Background: an optimization exercise with open tools, aiming at small area and a short achievable clock period. Do not read the settings as production practice.
Function was checked by simulation only, so behaviour that the tests miss may differ from the original.
No activity file was given, so power comes from the tool's default toggle rates.

==> ember: inputs <==
==> flow/design.v (excerpt) <==
module ksc_fslot (
    input             clk,
    input             rst,
    input             in_valid,
    input      [4:0]  op,
    input      [31:0] a,
    input      [31:0] b,
    input      [31:0] c,
    output reg        out_valid,
    output reg [31:0] res
);
    localparam [31:0] ONE  = 32'h3F80_0000;
    localparam [31:0] NEG0 = 32'h8000_0000;
    localparam [31:0] M32  = 32'hCF80_0000;    
    wire i_fma  = ~op[4] & ((op[3:0] <= 4'd2) | (op[3:0] == 4'd9) | (op[3:0] == 4'd10));
    wire i_cvt  = op[4] & op[3];
    wire i_f2i  = i_cvt & (op[2] | op[1]);
    wire i_i2f  = i_cvt & ~op[2] & ~op[1];
    wire i_addb = ~op[4] & ~op[3] & ~op[2] & ~op[1];               
    wire i_mulb = ~op[4] & ((op[3:0] == 4'd2) | (op[3:0] == 4'd9) | (op[3:0] == 4'd10));
    wire i_is1  = i_addb & op[0];
    wire i_is2  = ~op[4] & ~op[3] & ~op[2] & op[1];                
    wire i_selb = ~op[3] & ~i_is2;
    wire i_selc = ~op[4] & op[3];
    wire i_m32  = i_i2f & ~op[0] & a[31];
    wire [31:0] yi = ({32{i_mulb}} & b) | ({32{i_addb}} & ONE);
    wire [31:0] zi = ({32{i_selb}} & {b[31] ^ i_is1, b[30:0]})
                   | ({32{i_selc}} & c)
                   | ({32{i_f2i}}  & a)
                   | ({32{i_m32}}  & M32)
                   | {i_is2, 31'd0};
    reg        v0, fma0, f2i0, i2f0;
    reg [4:0]  op0;
    reg [31:0] x0, y0, z0;
    always @(posedge clk) begin
        if (rst) v0 <= 1'b0;
        else     v0 <= in_valid;
        op0  <= op;
        fma0 <= i_fma;
        f2i0 <= i_f2i;
        i2f0 <= i_i2f;
        x0   <= {a[31] ^ (~op[4] & (op[3:0] == 4'd10)), a[30:0]};
        y0   <= yi;
        z0   <= zi;
    end
    wire [31:0] mres;
    fs_misc u_misc (.op(op0), .a(x0), .b(z0), .r(mres));
    wire [31:0] V = fma0 ? 32'd0 : mres;
    wire        sx = x0[31], sy = y0[31], sz = z0[31];
    wire [7:0]  ex = x0[30:23], ey = y0[30:23], ez = z0[30:23];
    wire x_nan  = (&ex) &  (|x0[22:0]);
  ...
Settings: LEC_CHECK=0, CAP_MARGIN=20, CORE_MARGIN=2, CORE_UTILIZATION=40, CTS_CLUSTER_DIAMETER=150, CTS_CLUSTER_SIZE=20, PLACE_DENSITY=0.6, SLEW_MARGIN=20; clock period 36.0 ns.
standard.sh (not shown) runs the stock make flow with config.mk's settings and CLKGATE_MAP_FILE= SYNTH_SCRIPT=/design/flow/synth_recipe.tcl, a recipe that flattens the netlist after the stock synthesis.
==> flow/flow/run.sh <==
#!/bin/bash
# The standard layout with two changes:
#  - buf_2 cells as the port buffers instead of the default delay-cell
#    buffers (faster and smaller);
#  - after the standard synthesis, flow/polarity.py removes inverters next to
#    the full adders (a full adder of complemented inputs gives complemented
#    outputs), then the standard flow goes on from that netlist.
# Each step's full output goes to its own log in this folder.
set -euo pipefail
export BUFFER_PORTS_ARGS="-buffer_cell sky130_fd_sc_hd__buf_2"
R="$PWD/orfs/results/sky130hd/ksc_fslot/base"
bash standard.sh "$R/1_2_yosys.v" > standard_synth.log 2>&1
cp "$R/1_2_yosys.v" "$R/1_2_yosys.standard.v"
python3 flow/polarity.py "$R/1_2_yosys.standard.v" "$R/1_2_yosys.v" > polarity.log 2>&1
bash standard.sh > standard.log 2>&1
Other scripts of this flow, unchanged in this note and not shown: flow/flow/polarity.py
==> raven (differences from ember) <==
--- a/flow/design.v
+++ b/flow/design.v
@@ -2693,24 +2693,25 @@
     input      [31:0] c,
     output reg        out_valid,
     output reg [31:0] res
 );
     localparam [31:0] ONE  = 32'h3F80_0000;
     localparam [31:0] NEG0 = 32'h8000_0000;
     localparam [31:0] M32  = 32'hCF80_0000;    
-    wire i_fma  = ~op[4] & ((op[3:0] <= 4'd2) | (op[3:0] == 4'd9) | (op[3:0] == 4'd10));
+    wire i_x10  = op[1] ^ op[0];                                   
+    wire i_fma  = ~op[4] & ((~op[3] & ~op[2]) | (op[3] & i_x10));  
     wire i_cvt  = op[4] & op[3];
     wire i_f2i  = i_cvt & (op[2] | op[1]);
     wire i_i2f  = i_cvt & ~op[2] & ~op[1];
     wire i_addb = ~op[4] & ~op[3] & ~op[2] & ~op[1];               
-    wire i_mulb = ~op[4] & ((op[3:0] == 4'd2) | (op[3:0] == 4'd9) | (op[3:0] == 4'd10));
+    wire i_mulb = ~op[4] & ((~op[3] & ~op[2] & op[1]) | (op[3] & i_x10));    
     wire i_is1  = i_addb & op[0];
     wire i_is2  = ~op[4] & ~op[3] & ~op[2] & op[1];                
-    wire i_selb = ~op[3] & ~i_is2;
-    wire i_selc = ~op[4] & op[3];
+    wire i_selb = ~op[3] & (op[4] | op[2] | ~op[1]);               
+    wire i_selc = ~op[4] & op[3];                                  
     wire i_m32  = i_i2f & ~op[0] & a[31];
     wire [31:0] yi = ({32{i_mulb}} & b) | ({32{i_addb}} & ONE);
     wire [31:0] zi = ({32{i_selb}} & {b[31] ^ i_is1, b[30:0]})
                    | ({32{i_selc}} & c)
                    | ({32{i_f2i}}  & a)
                    | ({32{i_m32}}  & M32)
                    | {i_is2, 31'd0};
@@ -2787,34 +2788,30 @@
     wire       to_sgn = ~op0[2];
     wire       clamp  = f_nan | (to_sgn ? (ez >= 8'd158) : (sz | (ez >= 8'd159)));
     wire [1:0] ckind  = f_nan ? 2'd0 : to_sgn ? (sz ? 2'd2 : 2'd3) : (sz ? 2'd0 : 2'd1);
     reg        v1;
     reg [47:0] P1;
     reg [76:0] A1;
     reg [8:0]  slim1;
-    reg        sub1, sp1, nan1, inf1, infs1, bz1, bzs1, raw1, f2i1, trunc1, cl1;
-    reg [1:0]  ck1;
+    reg        sub1, sp1, zn1, f2i1, trunc1;
+    reg [1:0]  spc1;
+    reg [2:0]  kd1;
     always @(posedge clk) begin
         if (rst) v1 <= 1'b0;
         else     v1 <= v0;
         P1     <= P;
         A1     <= A;
         slim1  <= slim;
         sub1   <= eff_sub;
         sp1    <= sp;
-        nan1   <= fma0 & is_nan;
-        inf1   <= fma0 & is_inf;
-        infs1  <= inf_s;
-        bz1    <= fma0 & p_zero & z_zero;
-        bzs1   <= sp & sz;
-        raw1   <= ~fma0 & ~i2f0;
+        spc1   <= ~fma0 ? 2'b00 : is_nan ? 2'b01 : is_inf ? {1'b1, inf_s} : 2'b00;
+        zn1    <= fma0 & p_zero & z_zero & sp & sz;
         f2i1   <= f2i0;
         trunc1 <= op0[0];
-        cl1    <= f2i0 & clamp;
-        ck1    <= ckind;
+        kd1    <= (fma0 | i2f0) ? 3'b000 : (f2i0 & clamp) ? {1'b1, ckind} : 3'b001;
     end
     wire        finc = ~trunc1 & A1[2] & (A1[3] | A1[1] | A1[0]);
     wire [78:0] bop  = sub1 ? ~{2'b00, A1} : {2'b00, A1};
     wire [78:0] bopf = f2i1 ? {bop[78:3], 3'b111} : bop;
     wire        co, use1, neg;
     wire [77:0] R;
     fs_cvt u_add (.x({28'd0, P1, 3'd0}), .y(bopf), .u(use1), .v(neg), .r(R), .co(co));
@@ -2824,32 +2821,28 @@
     wire       rz;
     fs_lzc #(.LW(7)) u_lz (.d({R, 50'd0}), .n(lz), .z(rz));
     reg        v2;
     reg [77:0] R2;
     reg [6:0]  lz2;
     reg        rz2;
     reg [8:0]  slim2;
-    reg        sb2, nan2, inf2, infs2, bz2, bzs2, raw2, cl2;
-    reg [1:0]  ck2;
+    reg        sb2, zn2;
+    reg [1:0]  spc2;
+    reg [2:0]  kd2;
     always @(posedge clk) begin
         if (rst) v2 <= 1'b0;
         else     v2 <= v1;
         R2    <= R;
         lz2   <= lz;
         rz2   <= rz;
         slim2 <= slim1;
         sb2   <= sp1 ^ neg;
-        nan2  <= nan1;
-        inf2  <= inf1;
-        infs2 <= infs1;
-        bz2   <= bz1;
-        bzs2  <= bzs1;
-        raw2  <= raw1;
-        cl2   <= cl1;
-        ck2   <= ck1;
+        spc2  <= spc1;
+        zn2   <= zn1;
+        kd2   <= kd1;
     end
     wire        hid  = {2'b00, lz2} <= slim2;            
     wire [6:0]  s    = hid ? lz2 : slim2[6:0];
     wire [77:0] n6   = s[6] ? {R2[13:0], 64'd0} : R2;
     wire [77:0] n5   = s[5] ? {n6[45:0], 32'd0} : n6;
     wire [77:0] n4   = s[4] ? {n5[61:0], 16'd0} : n5;
     wire [77:0] n3   = s[3] ? {n4[69:0],  8'd0} : n4;
@@ -2860,28 +2853,28 @@
     wire        st   = |(R2[52:0] & msk);
     wire [22:0] man  = N[76:54];
     wire        g    = N[53];
     wire [9:0]  e1   = {1'b0, slim2} + 10'd1 - {3'd0, lz2};    
     wire        ovf  = hid & (e1 >= 10'd255);
     wire        rinc = g & (st | man[0]);
     wire [30:0] pk   = {hid ? e1[7:0] : 8'd0, man} + {30'd0, rinc};
-    wire [31:0] fres = nan2 ? 32'h7FC0_0000 :
-                       inf2 ? {infs2, 31'h7F80_0000} :
-                       rz2  ? {bz2 & bzs2, 31'd0} :
+    wire [31:0] fres = spc2[1] ? {spc2[0], 31'h7F80_0000} :
+                       spc2[0] ? 32'h7FC0_0000 :
+                       rz2     ? {zn2, 31'd0} :
                        ovf  ? {sb2, 31'h7F80_0000} :
                               {sb2, pk};
     reg  [31:0] kval;
     always @* begin
-        case (ck2)
+        case (kd2[1:0])
             2'd0:    kval = 32'h0000_0000;
             2'd1:    kval = 32'hFFFF_FFFF;
             2'd2:    kval = 32'h8000_0000;
             default: kval = 32'h7FFF_FFFF;
         endcase
     end
-    wire [31:0] rres = cl2 ? kval : R2[34:3];
+    wire [31:0] rres = kd2[2] ? kval : R2[34:3];
     always @(posedge clk) begin
         if (rst) out_valid <= 1'b0;
         else     out_valid <= v2;
-        res <= raw2 ? rres : fres;
+        res <= (kd2 != 3'b000) ? rres : fres;
     end
 endmodule
==> umber (differences from ember) <==
--- a/flow/design.v
+++ b/flow/design.v
@@ -2787,34 +2787,30 @@
     wire       to_sgn = ~op0[2];
     wire       clamp  = f_nan | (to_sgn ? (ez >= 8'd158) : (sz | (ez >= 8'd159)));
     wire [1:0] ckind  = f_nan ? 2'd0 : to_sgn ? (sz ? 2'd2 : 2'd3) : (sz ? 2'd0 : 2'd1);
     reg        v1;
     reg [47:0] P1;
     reg [76:0] A1;
     reg [8:0]  slim1;
-    reg        sub1, sp1, nan1, inf1, infs1, bz1, bzs1, raw1, f2i1, trunc1, cl1;
-    reg [1:0]  ck1;
+    reg        sub1, sp1, zn1, f2i1, trunc1;
+    reg [1:0]  spc1;
+    reg [2:0]  kd1;
     always @(posedge clk) begin
         if (rst) v1 <= 1'b0;
         else     v1 <= v0;
         P1     <= P;
         A1     <= A;
         slim1  <= slim;
         sub1   <= eff_sub;
         sp1    <= sp;
-        nan1   <= fma0 & is_nan;
-        inf1   <= fma0 & is_inf;
-        infs1  <= inf_s;
-        bz1    <= fma0 & p_zero & z_zero;
-        bzs1   <= sp & sz;
-        raw1   <= ~fma0 & ~i2f0;
+        spc1   <= ~fma0 ? 2'b00 : is_nan ? 2'b01 : is_inf ? {1'b1, inf_s} : 2'b00;
+        zn1    <= fma0 & p_zero & z_zero & sp & sz;
         f2i1   <= f2i0;
         trunc1 <= op0[0];
-        cl1    <= f2i0 & clamp;
-        ck1    <= ckind;
+        kd1    <= (fma0 | i2f0) ? 3'b000 : (f2i0 & clamp) ? {1'b1, ckind} : 3'b001;
     end
     wire        finc = ~trunc1 & A1[2] & (A1[3] | A1[1] | A1[0]);
     wire [78:0] bop  = sub1 ? ~{2'b00, A1} : {2'b00, A1};
     wire [78:0] bopf = f2i1 ? {bop[78:3], 3'b111} : bop;
     wire        co, use1, neg;
     wire [77:0] R;
     fs_cvt u_add (.x({28'd0, P1, 3'd0}), .y(bopf), .u(use1), .v(neg), .r(R), .co(co));
@@ -2824,32 +2820,28 @@
     wire       rz;
     fs_lzc #(.LW(7)) u_lz (.d({R, 50'd0}), .n(lz), .z(rz));
     reg        v2;
     reg [77:0] R2;
     reg [6:0]  lz2;
     reg        rz2;
     reg [8:0]  slim2;
-    reg        sb2, nan2, inf2, infs2, bz2, bzs2, raw2, cl2;
-    reg [1:0]  ck2;
+    reg        sb2, zn2;
+    reg [1:0]  spc2;
+    reg [2:0]  kd2;
     always @(posedge clk) begin
         if (rst) v2 <= 1'b0;
         else     v2 <= v1;
         R2    <= R;
         lz2   <= lz;
         rz2   <= rz;
         slim2 <= slim1;
         sb2   <= sp1 ^ neg;
-        nan2  <= nan1;
-        inf2  <= inf1;
-        infs2 <= infs1;
-        bz2   <= bz1;
-        bzs2  <= bzs1;
-        raw2  <= raw1;
-        cl2   <= cl1;
-        ck2   <= ck1;
+        spc2  <= spc1;
+        zn2   <= zn1;
+        kd2   <= kd1;
     end
     wire        hid  = {2'b00, lz2} <= slim2;            
     wire [6:0]  s    = hid ? lz2 : slim2[6:0];
     wire [77:0] n6   = s[6] ? {R2[13:0], 64'd0} : R2;
     wire [77:0] n5   = s[5] ? {n6[45:0], 32'd0} : n6;
     wire [77:0] n4   = s[4] ? {n5[61:0], 16'd0} : n5;
     wire [77:0] n3   = s[3] ? {n4[69:0],  8'd0} : n4;
@@ -2860,28 +2852,28 @@
     wire        st   = |(R2[52:0] & msk);
     wire [22:0] man  = N[76:54];
     wire        g    = N[53];
     wire [9:0]  e1   = {1'b0, slim2} + 10'd1 - {3'd0, lz2};    
     wire        ovf  = hid & (e1 >= 10'd255);
     wire        rinc = g & (st | man[0]);
     wire [30:0] pk   = {hid ? e1[7:0] : 8'd0, man} + {30'd0, rinc};
-    wire [31:0] fres = nan2 ? 32'h7FC0_0000 :
-                       inf2 ? {infs2, 31'h7F80_0000} :
-                       rz2  ? {bz2 & bzs2, 31'd0} :
+    wire [31:0] fres = spc2[1] ? {spc2[0], 31'h7F80_0000} :
+                       spc2[0] ? 32'h7FC0_0000 :
+                       rz2     ? {zn2, 31'd0} :
                        ovf  ? {sb2, 31'h7F80_0000} :
                               {sb2, pk};
     reg  [31:0] kval;
     always @* begin
-        case (ck2)
+        case (kd2[1:0])
             2'd0:    kval = 32'h0000_0000;
             2'd1:    kval = 32'hFFFF_FFFF;
             2'd2:    kval = 32'h8000_0000;
             default: kval = 32'h7FFF_FFFF;
         endcase
     end
-    wire [31:0] rres = cl2 ? kval : R2[34:3];
+    wire [31:0] rres = kd2[2] ? kval : R2[34:3];
     always @(posedge clk) begin
         if (rst) out_valid <= 1'b0;
         else     out_valid <= v2;
-        res <= raw2 ? rres : fres;
+        res <= (kd2 != 3'b000) ? rres : fres;
     end
 endmodule
==> summary of the runs <==
ember passed the timing, design-rule and antenna checks. raven finished clean. umber finished with timing, DRC and antenna clean. Die area, highest first: ember, umber, raven. Global-route usage: raven > ember > umber. The highest register-to-register slack belongs to umber, the lowest to ember. Setup slack: umber < ember < raven. The lowest hold slack belongs to ember, the highest to raven. In raven the critical path depth is lower than in umber, by 5. The highest routed wire length belongs to raven, the lowest to umber. In sequential share of layout area, raven and ember hardly differ. Maximum frequency: ember is higher than umber (1.5%). Clock power, highest first: raven, umber, ember.

## port drivers added, routing unchanged
In the flow no input, the clock included, has a driving cell. The finished layouts below were timed again as built, in two steps. Step 1 assumes that a clkbuf_16 drives the clock port and a buf_2 every other input. Step 2, shift: input delay + t, output delay - t, t = (earliest + latest rising clock arrival at the registers) / 2. This alone moves slack from input paths to output paths. Slacks: ideal ports / drivers / drivers and shift; pairs: ideal ports / drivers.
run | shift t [ns] | slack for setup (ns) | hold WS [ns] | slew at the worst register clock pin (ns)
ember | 0.690 | 27.638 / 27.562 / 27.136 | 0.331 / 0.331 / 0.331 | 0.10 / 0.10
raven | 0.675 | 27.753 / 27.682 / 27.370 | 0.355 / 0.355 / 0.355 | 0.09 / 0.09
umber | 0.684 | 27.515 / 27.562 / 26.877 | 0.332 / 0.332 / 0.332 | 0.10 / 0.10
After both steps setup and hold are still met in every run listed. For umber, which loses most, drivers alone change the setup slack by +0.047 ns; drivers and shift together by -0.638 ns.
